This is an optimization exercise on Yosys and OpenROAD, whose aim is small area, a short achievable clock period and few clock cycles per item, not a production implementation. Only simulation tests tie the RTL to the original design; equivalence was not proved. Power is estimated from default activity; no workload was simulated.

// kx_line_packer
module kx_line_packer (
    input  wire        clk,
    input  wire        rst,
    input  wire [11:0] cfg_nozzles,    
    input  wire [3:0]  cfg_def,        
    input  wire [1:0]  cfg_op1,        
    input  wire [1:0]  cfg_op2,
    input  wire [1:0]  cfg_op3,
    input  wire        cfg_mask_en,    
    input  wire [31:0] cfg_sub,        
    input  wire [1:0]  cfg_sub_cap,
    input  wire [11:0] cfg_ovl_hi,     
    input  wire [11:0] cfg_ovl_lo,     
    input  wire        in_valid,
    output wire        in_ready,
    input  wire [3:0]  in_line,        
    input  wire [15:0] in_l0,          
    input  wire [15:0] in_l1,
    input  wire [15:0] in_l2,
    input  wire [15:0] in_l3,
    input  wire [2:0]  in_cov,         
    input  wire [7:0]  in_mask,        
    input  wire [7:0]  in_dead,        
    output reg         out_valid,
    output reg         out_last,
    output reg  [15:0] out_codes
);
For scale: ~190 I/O pins, about 44,000 um2 of cells after synthesis.
Settings: LEC_CHECK=0, CAP_MARGIN=20, CORE_MARGIN=2, CORE_UTILIZATION=40, CTS_BUF_LIST=sky130_fd_sc_hd__clkbuf_8 sky130_fd_sc_hd__clkbuf_16, CTS_CLUSTER_DIAMETER=60, CTS_CLUSTER_SIZE=16, SLEW_MARGIN=20; clock period 13.0 ns.
run.sh (not shown) runs the stock make flow with config.mk's settings and CLKGATE_MAP_FILE= SYNTH_SCRIPT=/design/flow/synth_recipe.tcl, a recipe that flattens the netlist after the stock synthesis.
Testbench counts at the start, summed over its fixed seeds: cycles 25,312, beats 24,576.
Next try:
Settings changed: CTS_BUF_LIST sky130_fd_sc_hd__clkbuf_8 sky130_fd_sc_hd__clkbuf_16 to default, CTS_CLUSTER_DIAMETER 60 to 40, CTS_CLUSTER_SIZE 16 to 8.
What happened:
- cell area is higher by 2.3%
- sequential power stays flat
- synthesized area is unchanged
- die area does not change
- setup slack gets better by 44 ps

* * *

kx_line_packer, a different RTL version from the one above (not shown whole).
Size in the first run: ~44000 sq um of cells after synthesis.
export LEC_CHECK = 0
export CAP_MARGIN = 20
export CORE_MARGIN = 2
export CORE_UTILIZATION = 40
export CTS_BUF_LIST = sky130_fd_sc_hd__clkbuf_4 sky130_fd_sc_hd__clkbuf_8
export CTS_CLUSTER_DIAMETER = 50
export CTS_CLUSTER_SIZE = 12
export SLEW_MARGIN = 20
create_clock -name core_clock -period 13.0 [get_ports {clk}]
The first run finished clean.
Testbench counts at the start, summed over its fixed seeds: cycles 25,312, beats 24,576.
==> next run, changes <==
--- a/flow/config.mk
+++ b/flow/config.mk
@@ -10,5 +10,5 @@
 export CORE_UTILIZATION = 40
-export CTS_BUF_LIST = sky130_fd_sc_hd__clkbuf_4 sky130_fd_sc_hd__clkbuf_8
-export CTS_CLUSTER_DIAMETER = 50
-export CTS_CLUSTER_SIZE = 12
+export CTS_BUF_LIST = sky130_fd_sc_hd__clkbuf_8 sky130_fd_sc_hd__clkbuf_16
+export CTS_CLUSTER_DIAMETER = 60
+export CTS_CLUSTER_SIZE = 16
 export SLEW_MARGIN = 20
=> Sequential share of layout area is lower by 0.31 points. Clock power grows by 17%. Wire length hardly moves. Worst setup slack improves by 35 ps. Global-route usage hardly moves. Utilization is higher by 0.40 points. Non-clock buffer count stays the same. Total power went up by 3.5%. Final area is higher by 0.88%. Count of clock-buffer cells in the layout went down by 28.

* * *

rev 12:
kx_line_packer, a different RTL version from the one above (not shown whole).
For scale: about 4300 cells after synthesis, ~720 flip-flops, roughly 190 I/O pins.
make LEC_CHECK=0 CAP_MARGIN=20 CORE_MARGIN=2 CORE_UTILIZATION=40 CTS_BUF_LIST='sky130_fd_sc_hd__clkbuf_4 sky130_fd_sc_hd__clkbuf_8' CTS_CLUSTER_DIAMETER=50 CTS_CLUSTER_SIZE=12 SLEW_MARGIN=20 finish   # period 13.0 ns
Rev 12 completed end to end with timing, DRC and antenna clean.
Testbench counts of rev 12, summed over its fixed seeds: cycles 25,344, beats 24,576.
Input-level comparison between rev 13 and rev 12:
Settings: swapping 50 for 120 in CTS_CLUSTER_DIAMETER; swapping 12 for 14 in CTS_CLUSTER_SIZE.
## What came out
Horizontal extent of the die: rev 13 vs rev 12, no meaningful difference. Comparing rev 13 and rev 12, the higher core utilization is on rev 12. Number of H-tree levels: lower on rev 13. The total area of sequential cells was comparable across rev 13 and rev 12. Re synthesized area: no difference whatsoever between rev 12 and rev 13.

* * *

kx_line_packer, a different RTL version from the one above (not shown whole).
For scale: roughly 730 flip-flops, roughly 190 I/O pins, about 0.046 mm^2 of cells after synthesis.
make LEC_CHECK=0 CAP_MARGIN=20 CORE_MARGIN=2 CORE_UTILIZATION=40 CTS_BUF_LIST='sky130_fd_sc_hd__clkbuf_8 sky130_fd_sc_hd__clkbuf_16' CTS_CLUSTER_DIAMETER=60 CTS_CLUSTER_SIZE=16 SLEW_MARGIN=20 finish   # period 13.0 ns
The baseline finished with timing, DRC and antenna clean.
Testbench counts at the start, summed over its fixed seeds: cycles 25,344, beats 24,576.
==> next run, changes <==
Settings changed: CTS_BUF_LIST sky130_fd_sc_hd__clkbuf_8 sky130_fd_sc_hd__clkbuf_16 to sky130_fd_sc_hd__clkbuf_4 sky130_fd_sc_hd__clkbuf_8, CTS_CLUSTER_DIAMETER 60 to 120, CTS_CLUSTER_SIZE 16 to 14.
Count of clock-buffer cells in the layout climbs by 17. Via count drops by 0.44%. Routed wire length drops by 0.48%. Design area drops by 3.2%. Final cell count drops by 0.63%.

* * *

kx_line_packer, a different RTL version from the one above (not shown whole).
For scale: ~700 flip-flops, roughly 190 I/O pins, ~46000 um^2 of cells after synthesis.
export LEC_CHECK = 0
export CAP_MARGIN = 20
export CORE_MARGIN = 2
export CORE_UTILIZATION = 55
export CTS_BUF_LIST = sky130_fd_sc_hd__clkbuf_4 sky130_fd_sc_hd__clkbuf_8
export CTS_CLUSTER_DIAMETER = 50
export CTS_CLUSTER_SIZE = 12
export PLACE_DENSITY = 0.75
export SLEW_MARGIN = 20
create_clock -name core_clock -period 13.0 [get_ports {clk}]
Testbench counts at the start, summed over its fixed seeds: cycles 25,312, beats 24,576.
Rerun with:
CORE_UTILIZATION = 40   (was 55)
CTS_BUF_LIST = sky130_fd_sc_hd__clkbuf_8 sky130_fd_sc_hd__clkbuf_16   (was sky130_fd_sc_hd__clkbuf_4 sky130_fd_sc_hd__clkbuf_8)
CTS_CLUSTER_DIAMETER = 60   (was 50)
CTS_CLUSTER_SIZE = 16   (was 12)
PLACE_DENSITY = not set   (was 0.75)
What happened: Routed wire length rose by 6.7%; final area went up by 2.9%; worst hold slack gets better by 9.7 ps; flip-flop and latch count stays the same; worst setup slack is better by 340 ps; count of clock-buffer cells in the layout fell by 22; area after synthesis is unchanged; register-to-register slack improves by 200 ps.

[port drivers added, routing unchanged]
The flow's constraints put no driver on any port. The routed layouts listed below were extracted and timed again, unchanged, in two steps.
Step 1: set_driving_cell puts a clkbuf_16 on clk and a buf_2 on each other input, an assumption about the parent block.
Step 2, shift: input delay + t, output delay - t, t = (earliest + latest rising clock arrival at the registers) / 2. This alone moves slack from input paths to output paths.
Slacks: ideal / step 1 / step 2; pairs: ideal / step 1.
run	t, ns	setup slack, ns	worst hold slack (ns)
the first run of note 1	0.708	7.159 / 7.159 / 7.023	0.399 / 0.399 / 0.399
the second run of note 1	0.730	7.203 / 7.203 / 7.064	0.394 / 0.394 / 0.394
the first run of note 2	0.802	7.701 / 7.701 / 7.164	0.385 / 0.385 / 0.385
the second run of note 2	0.699	7.736 / 7.736 / 7.179	0.393 / 0.393 / 0.393
rev 12	0.839	7.877 / 7.877 / 7.608	0.321 / 0.321 / 0.321
rev 13	0.847	7.908 / 7.908 / 7.677	0.331 / 0.331 / 0.331
the first run of note 4	0.718	8.033 / 8.033 / 7.394	0.328 / 0.328 / 0.328
the second run of note 4	0.841	8.025 / 8.025 / 7.438	0.306 / 0.306 / 0.306
the first run of note 5	0.778	7.560 / 7.601 / 6.823	0.383 / 0.383 / 0.383
the second run of note 5	0.713	7.898 / 7.942 / 7.229	0.392 / 0.392 / 0.392
After both steps setup and hold are still met in every run listed. The setup slack of the first run of note 5, which loses most, moves by +0.041 ns with the drivers and by -0.737 ns with both steps.
